This is an optimization exercise on Yosys and OpenROAD, whose aim is small area, a short achievable clock period and few clock cycles, not a production implementation.
RTL that was checked went through simulation tests only; none was proved equivalent to the original.
Power and IR drop assume default switching activity.

==> trial 56 <==
==> flow/design.v <==
module ledger_cvt_core (
    input  wire [127:0] word,
    input  wire [10:0]  s,         
    output wire [24:0]  win,       
    output wire         sticky,    
    output wire         neg,
    output wire [7:0]   t,         
    output wire [10:0]  ep,        
    output wire         is_nan,
    output wire         is_sat,
    output wire         is_zero
);
    assign neg = word[127];
    wire [15:0] a8, o8;
    genvar j;
    generate
        for (j = 0; j < 16; j = j + 1) begin : g8
            assign a8[j] = &word[8*j+7:8*j];
            assign o8[j] = |word[8*j+7:8*j];
        end
    endgenerate
    wire lo_zero = ~(|o8[14:1]) & ~|word[126:120] & ~|word[7:1];
    wire lo_ones = &a8[14:1] & &word[126:120] & &word[7:1];
    assign is_nan  = neg & lo_zero & ~word[0];
    assign is_sat  = word[0] & (neg ? lo_zero : lo_ones);
    assign is_zero = ~neg & lo_zero & ~word[0];
    wire signed [10:0] ss = s;
    wire [7:0] sc = (ss < 11'sd0) ? 8'd0 : (ss > 11'sd151) ? 8'd151 : s[7:0];
    assign ep = 11'd1 - s;
    wire [150:0] we = {word[126:0], 24'd0};
    rnorm_win u_sh (.v(we), .a8(a8), .o8(o8), .sgn(neg), .s(sc), .win(win), .lost(sticky), .t(t));
endmodule
module ledger_cvt_pack (
    input  wire [24:0]  win,
    input  wire         sticky,
    input  wire         neg,
    input  wire [7:0]   t,
    input  wire [10:0]  ep,
    input  wire         is_nan,
    input  wire         is_sat,
    input  wire         is_zero,
    input  wire [1:0]   fmt,
    input  wire [1:0]   mode,
    input  wire         flush,
    output reg  [31:0]  bits,
    output reg          range
);
    wire fp16 = (fmt == 2'd2);
    wire signed [11:0] bex  = $signed({4'd0, t}) + $signed({ep[10], ep});
    wire signed [11:0] bmax = fp16 ? 12'sd30 : 12'sd254;
    wire [7:0] be     = bex[7:0];
    wire       be_ovf = bex > bmax;
    wire       be_top = bex == bmax;
    reg st, wr;
    reg [23:0] low;    
    always @(*) begin
        case (fmt)
            2'd1:    begin st = sticky | (|win[15:0]); wr = win[16]; low = 24'h00FFFF; end
            2'd2:    begin st = sticky | (|win[12:0]); wr = win[13]; low = 24'h001FFF; end
            default: begin st = sticky;                wr = win[0];  low = 24'h000000; end
        endcase
    end
    wire [23:0] kx   = win[24:1] ^ {24{neg}};    
    wire        xr   = wr ^ neg;                 
    wire        c    = neg & ~st;                
    wire        rbit = xr ^ c;
    reg         lsb;
    always @(*) begin
        case (fmt)
            2'd1:    lsb = kx[16];
            2'd2:    lsb = kx[13];
            default: lsb = kx[0];
        endcase
    end
    reg up;
    always @(*) begin
        case (mode)
            2'd1:    up = 1'b0;
            2'd2:    up = ~neg & (rbit | st);
            2'd3:    up = neg & (rbit | st);
            default: up = rbit & (st | lsb);
        endcase
    end
    wire inc = (xr & c) | up;
    wire [24:0] n = {1'b0, kx | low} + {24'd0, inc};
    wire cy = n[24];
    wire h  = n[23] | cy;
    wire to_inf = (mode == 2'd0) || (mode == 2'd2 && !neg) || (mode == 2'd3 && neg);
    wire [22:0] mant = (cy || (!h && flush)) ? 23'd0 : n[22:0];
    wire [7:0]  ex   = h ? (be + {7'd0, cy}) : 8'd0;
    wire        ovf  = (be_ovf | (be_top & cy)) & ~is_zero & ~is_nan & ~is_sat;
    wire        is_inf = is_sat | (ovf & to_inf);
    wire        is_max = ovf & ~to_inf;
    wire        sign   = neg & ~is_nan;
    wire [7:0]  e8     = (is_nan | is_inf | is_max) ? {7'h7F, ~is_max} : ex;
    wire [22:0] m23    = is_nan ? 23'h400000 : is_inf ? 23'd0 : is_max ? 23'h7FFFFF : mant;
    always @(*) begin
        range = is_sat | ovf;
        case (fmt)
            2'd1:    bits = {16'd0, sign, e8, m23[22:16]};
            2'd2:    bits = {16'd0, sign, e8[4:0], m23[22:13]};
            default: bits = {sign, e8, m23};
        endcase
    end
endmodule
module rnorm_win (
    input  wire [150:0] v,
    input  wire [15:0]  a8,       
    input  wire [15:0]  o8,       
    input  wire         sgn,
    input  wire [7:0]   s,
    output wire [24:0]  win,
    output wire         lost,     
    output wire [7:0]   t
);
    wire [151:0] t7;
    wire [87:0]  t6;
    wire [55:0]  t5;
    wire [39:0]  t4;
    wire [31:0]  t3;
    wire [27:0]  t2;
    wire [25:0]  t1;
    wire [7:0]   k;
    wire [7:0]   e;       
    wire [7:0]  a16, o16;
    wire [3:0]  a32, o32;
    wire [1:0]  a64, o64;
    genvar j;
    generate
        for (j = 0; j < 8; j = j + 1) begin : g16
            assign a16[j] = a8[2*j+1] & a8[2*j];
            assign o16[j] = o8[2*j+1] | o8[2*j];
        end
        for (j = 0; j < 4; j = j + 1) begin : g32
            assign a32[j] = a16[2*j+1] & a16[2*j];
            assign o32[j] = o16[2*j+1] | o16[2*j];
        end
        for (j = 0; j < 2; j = j + 1) begin : g64
            assign a64[j] = a32[2*j+1] & a32[2*j];
            assign o64[j] = o32[2*j+1] | o32[2*j];
        end
    endgenerate
    wire [15:0] n8  = sgn ? ~a8  : o8;
    wire [7:0]  n16 = sgn ? ~a16 : o16;
    wire [3:0]  n32 = sgn ? ~a32 : o32;
    wire [1:0]  n64 = sgn ? ~a64 : o64;
    wire n4 = sgn ? ~&t3[31:28] : |t3[31:28];
    wire n2 = sgn ? ~&t2[27:26] : |t2[27:26];
    wire n1 = t1[25] ^ sgn;
    assign k[7] = s[7];
    assign e[7] = 1'b1;
    assign e[6] = 1'b1;
    assign k[6] = (~k[7] & n64[1]) | (e[6] & s[6]);
    assign e[5] = e[6] & (k[6] == s[6]);
    assign k[5] = (~k[7] & n32[{k[6], 1'b1}]) | (e[5] & s[5]);
    assign e[4] = e[5] & (k[5] == s[5]);
    assign k[4] = (~k[7] & n16[{k[6], k[5], 1'b1}]) | (e[4] & s[4]);
    assign e[3] = e[4] & (k[4] == s[4]);
    assign k[3] = (~k[7] & n8[{k[6], k[5], k[4], 1'b1}]) | (e[3] & s[3]);
    assign e[2] = e[3] & (k[3] == s[3]);
    assign k[2] = (~k[7] & n4) | (e[2] & s[2]);
    assign e[1] = e[2] & (k[2] == s[2]);
    assign k[1] = (~k[7] & n2) | (e[1] & s[1]);
    assign e[0] = e[1] & (k[1] == s[1]);
    assign k[0] = (~k[7] & n1) | (e[0] & s[0]);
    assign t = k;
    assign t7  = {sgn, v[150:48], k[7] ? {25{sgn}} : v[47:23], k[7] ? v[150:128] : v[22:0]};
    assign t6  = k[6] ? t7[151:64] : t7[87:0];
    assign t5  = k[5] ? t6[87:32]  : t6[55:0];
    assign t4  = k[4] ? t5[55:16]  : t5[39:0];
    assign t3  = k[3] ? t4[39:8]   : t4[31:0];
    assign t2  = k[2] ? t3[31:4]   : t3[27:0];
    assign t1  = k[1] ? t2[27:2]   : t2[25:0];
    assign win = k[0] ? t1[25:1]   : t1[24:0];
    assign lost = (k[7] & (|o8[12:0])) | (k[6] & (|t7[63:0])) | (k[5] & (|t6[31:0])) |
                  (k[4] & (|t5[15:0])) | (k[3] & (|t4[7:0])) | (k[2] & (|t3[3:0])) |
                  (k[1] & (|t2[1:0])) | (k[0] & t1[0]);
endmodule
module ledger_cvt (
    input  wire         clk,
    input  wire         rst,
    input  wire         in_valid,
    output wire         in_ready,
    input  wire [127:0] in_word,
    input  wire [9:0]   in_eref,
    input  wire [1:0]   in_fmt,      
    input  wire [1:0]   in_mode,     
    input  wire         in_flush,    
    output reg          out_valid,
    output reg  [31:0]  out_bits,
    output reg          out_range
);
    assign in_ready = 1'b1;
    reg         v0;
    reg [127:0] word0;
    reg [10:0]  s0;       
    reg [1:0]   fmt0, mode0;
    reg         flush0;
    always @(posedge clk) begin
        v0     <= rst ? 1'b0 : in_valid;
        word0  <= in_word;
        s0     <= ((in_fmt == 2'd2) ? 11'sd82 : -11'sd30) - {in_eref[9], in_eref};
        fmt0   <= in_fmt;
        mode0  <= in_mode;
        flush0 <= in_flush;
    end
    wire [24:0] win;
    wire        sticky, neg, is_nan, is_sat, is_zero;
    wire [7:0]  t;
    wire [10:0] ep;
    ledger_cvt_core core (
        .word(word0), .s(s0),
        .win(win), .sticky(sticky), .neg(neg), .t(t), .ep(ep),
        .is_nan(is_nan), .is_sat(is_sat), .is_zero(is_zero));
    reg         v1;
    reg [24:0]  win1;
    reg         sticky1, neg1, nan1, sat1, zero1;
    reg [7:0]   t1;
    reg [10:0]  ep1;
    reg [1:0]   fmt1, mode1;
    reg         flush1;
    always @(posedge clk) begin
        v1      <= rst ? 1'b0 : v0;
        win1    <= win;
        sticky1 <= sticky;
        neg1    <= neg;
        t1      <= t;
        ep1     <= ep;
        nan1    <= is_nan;
        sat1    <= is_sat;
        zero1   <= is_zero;
        fmt1    <= fmt0;
        mode1   <= mode0;
        flush1  <= flush0;
    end
    wire [31:0] bits;
    wire        range;
    ledger_cvt_pack pack (
        .win(win1), .sticky(sticky1), .neg(neg1), .t(t1), .ep(ep1),
        .is_nan(nan1), .is_sat(sat1), .is_zero(zero1), .fmt(fmt1), .mode(mode1), .flush(flush1),
        .bits(bits), .range(range));
    always @(posedge clk) begin
        out_valid <= rst ? 1'b0 : v1;
        out_bits  <= bits;
        out_range <= range;
    end
endmodule
==> flow/flow/run.sh <==
#!/bin/bash
# The standard layout (standard.sh) with four changes:
#  - synthesis maps the logic with an area-oriented ABC script (flow/synth.tcl);
#  - ports are buffered with buf_1 instead of the default buffer cell;
#  - clock tree synthesis adds no dummy loads;
#  - timing repair aims at an 8 ns period (setup margin 27 ns on the 35 ns
#    clock).  The constraints themselves are unchanged.
set -euo pipefail
export MY_WORK_DIR=$(pwd)
export MY_FLOW_DIR=$(pwd)/flow
bash standard.sh "SYNTH_SCRIPT=$MY_FLOW_DIR/synth.tcl" \
  "BUFFER_PORTS_ARGS=-buffer_cell sky130_fd_sc_hd__buf_1" \
  "CTS_ARGS=-sink_clustering_enable -repair_clock_nets -dont_use_dummy_load" \
  "SETUP_SLACK_MARGIN=27" finish > flow_make.log 2>&1
==> flow/flow/area.abc <==
strash; dc2; dch -f; amap
==> flow/flow/synth.tcl <==
# synth_recipe.tcl (the standard synthesis) with one change: ABC maps the
# logic with flow/area.abc, an area-oriented script (amap; the layout flow
# buffers and sizes), instead of ORFS's script.  Registers are mapped before ABC
# runs, so their cells and names are the standard synthesis's.
proc abc {args} {
  set i [lsearch -exact $args -script]
  if {$i >= 0} { lset args [expr {$i + 1}] $::env(MY_FLOW_DIR)/area.abc }
  yosys abc {*}$args
}
source $::env(MY_WORK_DIR)/synth_recipe.tcl
==> flow/standard.sh <==
#!/bin/bash
# synth_recipe.tcl (not shown) runs the flow's synth.tcl, then flattens the netlist and writes it again
# the make line also repeats each setting of config.mk as NAME=value (left out here)
make -C /OpenROAD-flow-scripts/flow DESIGN_CONFIG=/design/flow/config.mk WORK_HOME=/design/flow/orfs CLKGATE_MAP_FILE= SYNTH_SCRIPT=/design/flow/synth_recipe.tcl "${@:-finish}"
==> flow/config.mk <==
export PLATFORM = sky130hd
export DESIGN_NAME = ledger_cvt
export DESIGN_NICKNAME = ledger_cvt
export VERILOG_FILES = /design/flow/design.v
export SDC_FILE = /design/flow/constraint.sdc
export NUM_CORES = 4
export LEC_CHECK = 0
export CAP_MARGIN = 20
export CORE_MARGIN = 2
export CORE_UTILIZATION = 50
export PLACE_DENSITY = 0.7
export SLEW_MARGIN = 20
==> flow/constraint.sdc <==
create_clock -name core_clock -period 35.0 [get_ports {clk}]
set_input_delay 7.0000 -clock core_clock [delete_from_list [all_inputs] [get_ports {clk}]]
set_output_delay 7.0000 -clock core_clock [all_outputs]
set_load 0.01 [all_outputs]
==> trial 14 (differences from trial 56) <==
--- a/flow/design.v
+++ b/flow/design.v
@@ -2,3 +2,4 @@
     input  wire [127:0] word,
-    input  wire [10:0]  s,         
+    input  wire [9:0]   eref,
+    input  wire [1:0]   fmt,
     output wire [24:0]  win,       
@@ -26,5 +27,11 @@
     assign is_zero = ~neg & lo_zero & ~word[0];
-    wire signed [10:0] ss = s;
-    wire [7:0] sc = (ss < 11'sd0) ? 8'd0 : (ss > 11'sd151) ? 8'd151 : s[7:0];
-    assign ep = 11'd1 - s;
+    wire fp16 = (fmt == 2'd2);
+    wire signed [9:0] se = eref;
+    wire s_hi  = fp16 ? (se <= -10'sd46) : (se <= -10'sd158);    
+    wire s_mid = fp16 ? (se <= 10'sd18)  : (se <= -10'sd94);     
+    wire s_neg = fp16 ? (se > 10'sd82)   : (se > -10'sd30);      
+    wire s_big = fp16 ? (se < -10'sd69)  : (se < -10'sd181);     
+    wire [5:0] s6 = (fp16 ? 6'd18 : 6'd34) - eref[5:0];          
+    wire [7:0] sc = s_neg ? 8'd0 : s_big ? 8'd151 : {s_hi, s_mid & ~s_hi, s6};
+    assign ep = {eref[9], eref} + (fp16 ? -11'sd81 : 11'sd31);
     wire [150:0] we = {word[126:0], 24'd0};
@@ -195,3 +202,3 @@
     reg [127:0] word0;
-    reg [10:0]  s0;       
+    reg [9:0]   eref0;
     reg [1:0]   fmt0, mode0;
@@ -201,3 +208,3 @@
         word0  <= in_word;
-        s0     <= ((in_fmt == 2'd2) ? 11'sd82 : -11'sd30) - {in_eref[9], in_eref};
+        eref0  <= in_eref;
         fmt0   <= in_fmt;
@@ -211,3 +218,3 @@
     ledger_cvt_core core (
-        .word(word0), .s(s0),
+        .word(word0), .eref(eref0), .fmt(fmt0),
         .win(win), .sticky(sticky), .neg(neg), .t(t), .ep(ep),
==> trial 27 (differences from trial 56) <==
--- a/flow/design.v
+++ b/flow/design.v
@@ -2,3 +2,5 @@
     input  wire [127:0] word,
-    input  wire [10:0]  s,         
+    input  wire [9:0]   eref,
+    input  wire [1:0]   fmt,
+    input  wire [3:0]   srng,      
     output wire [24:0]  win,       
@@ -26,5 +28,6 @@
     assign is_zero = ~neg & lo_zero & ~word[0];
-    wire signed [10:0] ss = s;
-    wire [7:0] sc = (ss < 11'sd0) ? 8'd0 : (ss > 11'sd151) ? 8'd151 : s[7:0];
-    assign ep = 11'd1 - s;
+    wire       fp16 = (fmt == 2'd2);
+    wire [5:0] s6   = (fp16 ? 6'd18 : 6'd34) - eref[5:0];    
+    wire [7:0] sc   = srng[1] ? 8'd0 : srng[0] ? 8'd151 : {srng[3], srng[2] & ~srng[3], s6};
+    assign ep = {eref[9], eref} + (fp16 ? -11'sd81 : 11'sd31);
     wire [150:0] we = {word[126:0], 24'd0};
@@ -195,5 +198,14 @@
     reg [127:0] word0;
-    reg [10:0]  s0;       
+    reg [9:0]   eref0;
+    reg [3:0]   srng0;    
     reg [1:0]   fmt0, mode0;
     reg         flush0;
+    function automatic [3:0] srange(input [9:0] e, input fp16);
+        reg signed [9:0] se;
+        begin
+            se = e;
+            srange = fp16 ? {se <= -10'sd46, se <= 10'sd18, se > 10'sd82, se < -10'sd69}
+                          : {se <= -10'sd158, se <= -10'sd94, se > -10'sd30, se < -10'sd181};
+        end
+    endfunction
     always @(posedge clk) begin
@@ -201,3 +213,4 @@
         word0  <= in_word;
-        s0     <= ((in_fmt == 2'd2) ? 11'sd82 : -11'sd30) - {in_eref[9], in_eref};
+        eref0  <= in_eref;
+        srng0  <= srange(in_eref, in_fmt == 2'd2);
         fmt0   <= in_fmt;
@@ -211,3 +224,3 @@
     ledger_cvt_core core (
-        .word(word0), .s(s0),
+        .word(word0), .eref(eref0), .fmt(fmt0), .srng(srng0),
         .win(win), .sticky(sticky), .neg(neg), .t(t), .ep(ep),
==> flow/flow/run.sh (replaced) <==
#!/bin/bash
# The standard layout (standard.sh) with three changes:
#  - synthesis maps the logic with an area-oriented ABC script (flow/synth.tcl);
#  - ports are buffered with buf_1 instead of the default buffer cell;
#  - timing repair aims at an 8 ns period (setup margin 27 ns on the 35 ns
#    clock).  The constraints themselves are unchanged.
set -euo pipefail
export MY_WORK_DIR=$(pwd)
export MY_FLOW_DIR=$(pwd)/flow
bash standard.sh "SYNTH_SCRIPT=$MY_FLOW_DIR/synth.tcl" \
  "BUFFER_PORTS_ARGS=-buffer_cell sky130_fd_sc_hd__buf_1" \
  "SETUP_SLACK_MARGIN=27" finish > flow_make.log 2>&1
==> flow/flow/area.abc (replaced) <==
strash; dch -f; amap
==> metrics.md <==
| Metric | Value |
|---|---|
| Comb power | `0.414 mW` |
| Placed Cells | `1856` |
| Die ar. | `0.0243 sq mm` |
| Worst endpoint required time | `28.00 ns` |
| Comb power frac | `0.415` |
| GRT Total Usage | `0.309` |
| Status | `finished clean` |
| Clock period minus worst slack | `7.97 ns` |
| Clock sink total | `237` |
| Final Core Density | `0.648` |
| Period utilisation layout | `0.228` |
-- figures above: trial 27

==> metrics.md <==
| Metric | Value |
|---|---|
| Status | `finished clean` |
| Die ar. | `0.0236 sq mm` |
| Comb power frac | `0.456` |
| Worst endpoint required time | `28.00 ns` |
| Clock sink total | `233` |
| Final Core Density | `0.660` |
| GRT Total Usage | `0.329` |
| Placed Cells | `1832` |
| Period utilisation layout | `0.228` |
-- figures above: trial 14

==> metrics.md <==
| Metric | Value |
|---|---|
| Final Core Density | `0.632` |
| Status | `finished clean` |
| Startpoint types | `input pin` |
| Die ar. | `0.0233 sq mm` |
| Clock sink total | `234` |
| Largest cell class by area | `multi-input combinational cells` |
| Clock period minus worst slack | `8.10 ns` |
| Period utilisation layout | `0.231` |
| Placed Cells | `1803` |
| Comb power frac | `0.510` |
| Worst endpoint required time | `35.45 ns` |
| GRT Total Usage | `0.319` |
-- figures above: trial 56

Testbench counts of trial 56, summed over its fixed seeds: cycles 16,024.
Only the layout flow was run in trial 14 and trial 27; the RTL was not checked for function there.

-- afterwards: timing with drivers on the ports --
The flow's constraints put no driver on any port. The routed layouts listed below were extracted and timed again, unchanged, in two steps.
Step 1 assumes that a clkbuf_16 drives the clock port and a buf_2 every other input.
Step 2 adds t to the input delays and takes it off the output delays; t is the mean of the earliest and latest rising clock arrival at the registers after step 1. Input paths then give back, and output paths get back, about the clock's delay inside the block.
Slacks: ideal ports / drivers / drivers and shift; pairs: ideal ports / drivers.
| run | shift t [ns] | slack for setup (ns) | worst setup path after step 2 | worst data-port slew with drivers (ns) |
|---|---|---|---|---|
| trial 56 | 0.564 | 26.898 / 26.926 / 26.362 | input to register | 0.05 |
| trial 14 | 0.563 | 27.027 / 26.977 / 27.168 | register to register | 0.06 |
| trial 27 | 0.568 | 27.027 / 26.979 / 26.541 | input to register | 0.04 |
After both steps every run listed still meets setup and hold. For trial 56, which loses most, drivers alone change the setup slack by +0.028 ns; drivers and shift together by -0.536 ns.
